This design comes from an exercise in tuning for small area, a short achievable clock period and few clock cycles per item on the open sky130 flow, not from production work. In this exercise RTL edits were held to simulation tests only and were not proved equivalent to the original.

the reference run:
Design limiter, start of the top module:
module limiter (
    input  wire        clk,
    input  wire        rst,
    input  wire [5:0]  la,         
    input  wire        in_valid,
    output wire        in_ready,
    input  wire [31:0] x,          
    input  wire [30:0] thr,        
    input  wire [30:0] k,          
    output wire        out_valid,
    input  wire        out_ready,
    output wire [31:0] y,          
    output wire [28:0] gr          
);
For scale: ~17,000 cells after synthesis, about 2,500 flip-flops, ~170 I/O pins.
make LEC_CHECK=0 CAP_MARGIN=20 CORE_MARGIN=2 CORE_UTILIZATION=40 SETUP_SLACK_MARGIN=4.0 SLEW_MARGIN=20 finish   # period 13.0 ns
run.sh (not shown) runs the stock make flow with config.mk's settings and CLKGATE_MAP_FILE= SYNTH_SCRIPT=/design/flow/synth_recipe.tcl, a recipe that flattens the netlist after the stock synthesis.
The reference run reached the final stage; the timing, design-rule and antenna checks on its layout passed.
Testbench counts of the reference run, summed over its fixed seeds: cycles 12,836, items 12,000.
The following lists how the trial run was set up differently from the reference run:
--- a/flow/design.v
+++ b/flow/design.v
@@ -66,51 +66,41 @@
         endcase
     end
     always @(posedge clk) begin
         la_r   <= la;
         mrec_r <= mrec;
         lsh_r  <= lsh;
     end
     wire pipe_adv;               
     wire loop_adv;               
     wire [31:0] ax_in = x[31] ? 32'd0 - x : x;
-    wire [31:0] na0 = ax_in;
-    wire [31:0] nt0 = {1'b0, thr};
-    wire        z16 = ~|na0[31:16];
-    wire [31:0] na1 = z16 ? {na0[15:0], 16'd0} : na0;
-    wire [31:0] nt1 = z16 ? {nt0[15:0], 16'd0} : nt0;
-    wire        z8  = ~|na1[31:24];
-    wire [31:0] na2 = z8  ? {na1[23:0], 8'd0} : na1;
-    wire [31:0] nt2 = z8  ? {nt1[23:0], 8'd0} : nt1;
-    wire        z4  = ~|na2[31:28];
-    wire [31:0] na3 = z4  ? {na2[27:0], 4'd0} : na2;
-    wire [31:0] nt3 = z4  ? {nt2[27:0], 4'd0} : nt2;
-    wire        z2  = ~|na3[31:30];
-    wire [31:0] na4 = z2  ? {na3[29:0], 2'd0} : na3;
-    wire [31:0] nt4 = z2  ? {nt3[29:0], 2'd0} : nt3;
-    wire        z1  = ~na4[31];
-    wire [31:0] na5 = z1  ? {na4[30:0], 1'd0} : na4;
-    wire [31:0] nt5 = z1  ? {nt4[30:0], 1'd0} : nt4;
+    reg  [4:0]  nz;
+    integer zi;
+    always @(*) begin
+        nz = 5'd0;
+        for (zi = 0; zi < 32; zi = zi + 1)
+            if (ax_in[zi]) nz = 5'd31 - zi[4:0];
+    end
     reg         i_v, i_big;
     reg  [31:0] i_x, i_an, i_bn;
     reg  [30:0] i_k;
     always @(posedge clk) begin
         if (rst)
             i_v <= 1'b0;
         else if (pipe_adv)
             i_v <= in_valid;
         if (pipe_adv) begin
             i_x   <= x;
             i_k   <= k;
             i_big <= ax_in > {1'b0, thr};
-            i_bn  <= na5;
-            i_an  <= nt5;
+            i_bn  <= ax_in << nz;
+            i_an  <= {1'b0, thr} << nz;
         end
     end
     wire        rv  [0:28];
     wire [31:0] rx  [0:28];
     wire [30:0] rk  [0:28];
     wire        rbg [0:28];
     wire [31:0] rbn [0:28];
     wire [34:0] rs  [0:28];
     wire [34:0] rc  [0:28];
     wire [27:0] rqp [0:28];
Findings:
- Re sequential fraction of total cell area: the trial run is 0.52 points down on the reference run.
- The trial run: done, clean on timing, DRC and antenna
- Compared to the reference run, the routing of the trial run uses more wire.
- Vias: the trial run above the reference run
- Comparing critical path depth for the reference run and the trial run, the bigger number came from the trial run.
- Taking the reference run as the reference, in the trial run cell area after technology mapping neither gained nor lost much; post-synthesis area per instance has decreased.
- On fraction of area in clock buffers and inverters, the reference run and the trial run are neck and neck.
- The trial run vs the reference run: first-pass GRT wire length down slightly
- Between the reference run and the trial run, the via count normalized by instance count does not differ in any meaningful way.
Testbench counts of the trial run, summed over its fixed seeds: cycles 12,836, items 12,000.

* * *

Another version of the RTL of limiter (not shown whole).
For scale: ~21,000 cells after synthesis, about 1,800 flip-flops, about 200,000 µm² of cells after synthesis.
export LEC_CHECK = 0
export CAP_MARGIN = 20
export CORE_MARGIN = 2
export CORE_UTILIZATION = 40
export SLEW_MARGIN = 20
create_clock -name core_clock -period 13.0 [get_ports {clk}]
The baseline completed, yet does not pass: negative setup slack.
Testbench counts at the start, summed over its fixed seeds: cycles 12,438, items 12,000.
Rerun with:
--- a/flow/design.v
+++ b/flow/design.v
@@ -6,21 +6,21 @@
     output wire        in_ready,
     input  wire [31:0] x,          
     input  wire [30:0] thr,        
     input  wire [30:0] k,          
     output wire        out_valid,
     input  wire        out_ready,
     output wire [31:0] y,          
     output wire [28:0] gr          
 );
     localparam [28:0] ONE = 29'h1000_0000;       
-    localparam [27:0] CUTS = (28'd1 << 7) | (28'd1 << 14) | (28'd1 << 21);
+    localparam [27:0] CUTS = 28'b1001_0010_0100_1001_0010_0100_1000;
     reg  [5:0]  la_r;
     reg  [29:0] mrec_r;          
     reg  [2:0]  lsh_r;           
     reg  [29:0] mrec;
     reg  [2:0]  lsh;
     always @(*) begin
         case (la)
         6'd0:  begin mrec = 30'd536870912;  lsh = 3'd0; end
         6'd1:  begin mrec = 30'd536870912;  lsh = 3'd1; end
         6'd2:  begin mrec = 30'd715827883;  lsh = 3'd2; end
@@ -129,50 +129,52 @@
             assign rbg[gi+1] = bg_i;
             assign rr[gi+1]  = qb ? t[30:0] : {r_i[29:0], 1'b0};
             assign rq[gi+1]  = q_i | ({27'd0, qb} << (27 - gi));
         end
     endgenerate
     reg         p_v, p_sg, p_bg;
     reg  [31:0] p_dn;
     reg  [30:0] p_k;
     reg  [31:0] p_kp;            
     reg  [28:0] p_gn;
+    reg  [28:0] p_lmg;           
     always @(posedge clk) begin
         if (rst)
             p_v <= 1'b0;
         else if (pipe_adv)
             p_v <= rv[28];
         if (pipe_adv) begin
             p_sg <= rsg[28];
             p_dn <= rdn[28];
             p_k  <= rk[28];
             p_kp <= 32'h8000_0000 - {1'b0, rk[28]};
             p_bg <= rbg[28];
             p_gn <= rbg[28] ? {1'b0, rq[28]} : ONE;
+            p_lmg <= {23'd0, la_r} - (rbg[28] ? {1'b0, rq[28]} : ONE);
         end
     end
     reg  [28:0] g, s, t;
     reg  [5:0]  h;
     reg         qdone;
     reg  [29:0] qp;              
     reg         y_v;             
     reg  [31:0] leave_r;
     reg         o_v;
     reg  [31:0] o_y;
     reg  [28:0] o_g;
     wire        out_free = ~o_v | out_ready;
     wire        lt       = p_gn < g;
     wire        need_q   = lt & ~qdone;
     assign loop_adv = p_v & ~need_q & (~y_v | out_free);
     assign pipe_adv = ~p_v | loop_adv;
     assign in_ready = pipe_adv & ~rst;
-    wire [28:0] dnum  = g - p_gn + {23'd0, la_r};
+    wire [28:0] dnum  = g + p_lmg;
     wire [58:0] qprod = dnum * mrec_r;
     wire [29:0] qsh   = qp >> lsh_r;
     wire [28:0] qv    = qsh[28:0];
     wire [60:0] rel   = g * p_kp + {2'b00, p_k, 28'd0};
     wire [28:0] g_rel = rel[59:31];
     wire [28:0] s1 = (lt && qv > s) ? qv : s;
     wire [28:0] t1 = (lt && p_gn < t) ? p_gn : t;
     wire [29:0] gs = {1'b0, g} - {1'b0, s1};
     wire        hit = gs[29] || (gs[28:0] <= t1);
     wire [5:0]  h1 = p_bg ? la_r + 6'd1 : h;
Effect: This time the run completed with no timing, DRC or antenna violations; critical path depth came out lower by 76; routed wire length fell by 7.3%; non-clock buffer count falls by 3326; clock skew falls by 0.032 ns; register-to-register slack gains 13 ns; synthesized area climbs by 11%; sequential share of layout area came out higher by 8.8 points; final area shrinks by 1.5%; global-route usage fell by 3.8 points; first-iteration DRC count climbs by 5.7%; core utilization shrinks by 5.6 points.
Testbench counts after the change, summed over its fixed seeds: cycles 12,486, items 12,000.

## port drivers added, routing unchanged
In the flow no input, the clock included, has a driving cell. The finished layouts below were timed again as built, in two steps.
Step 1, drivers: a clkbuf_16 drives clk and a buf_2 each remaining input, both assumed.
Step 2 moves the port delays by t, midway between the first and last clock arrival at a register: inputs arrive t later, outputs are due t later. That takes back most of the time a late clock gives input paths.
Slacks: ideal ports / drivers / drivers and shift; pairs: ideal ports / drivers.
run | t, ns | slack for setup (ns) | pins driven straight from the clock port
the reference run | 1.028 | 4.032 / 4.032 / 3.521 | 1
the trial run | 1.022 | 4.177 / 4.177 / 3.620 | 1
the first run of note 2 | 1.021 | -12.041 / -12.041 / -12.041 | 1
the second run of note 2 | 1.048 | 0.860 / 0.860 / 0.860 | 1
The setup slack of the trial run, which loses most, moves by 0.000 ns with the drivers and by -0.557 ns with both steps.
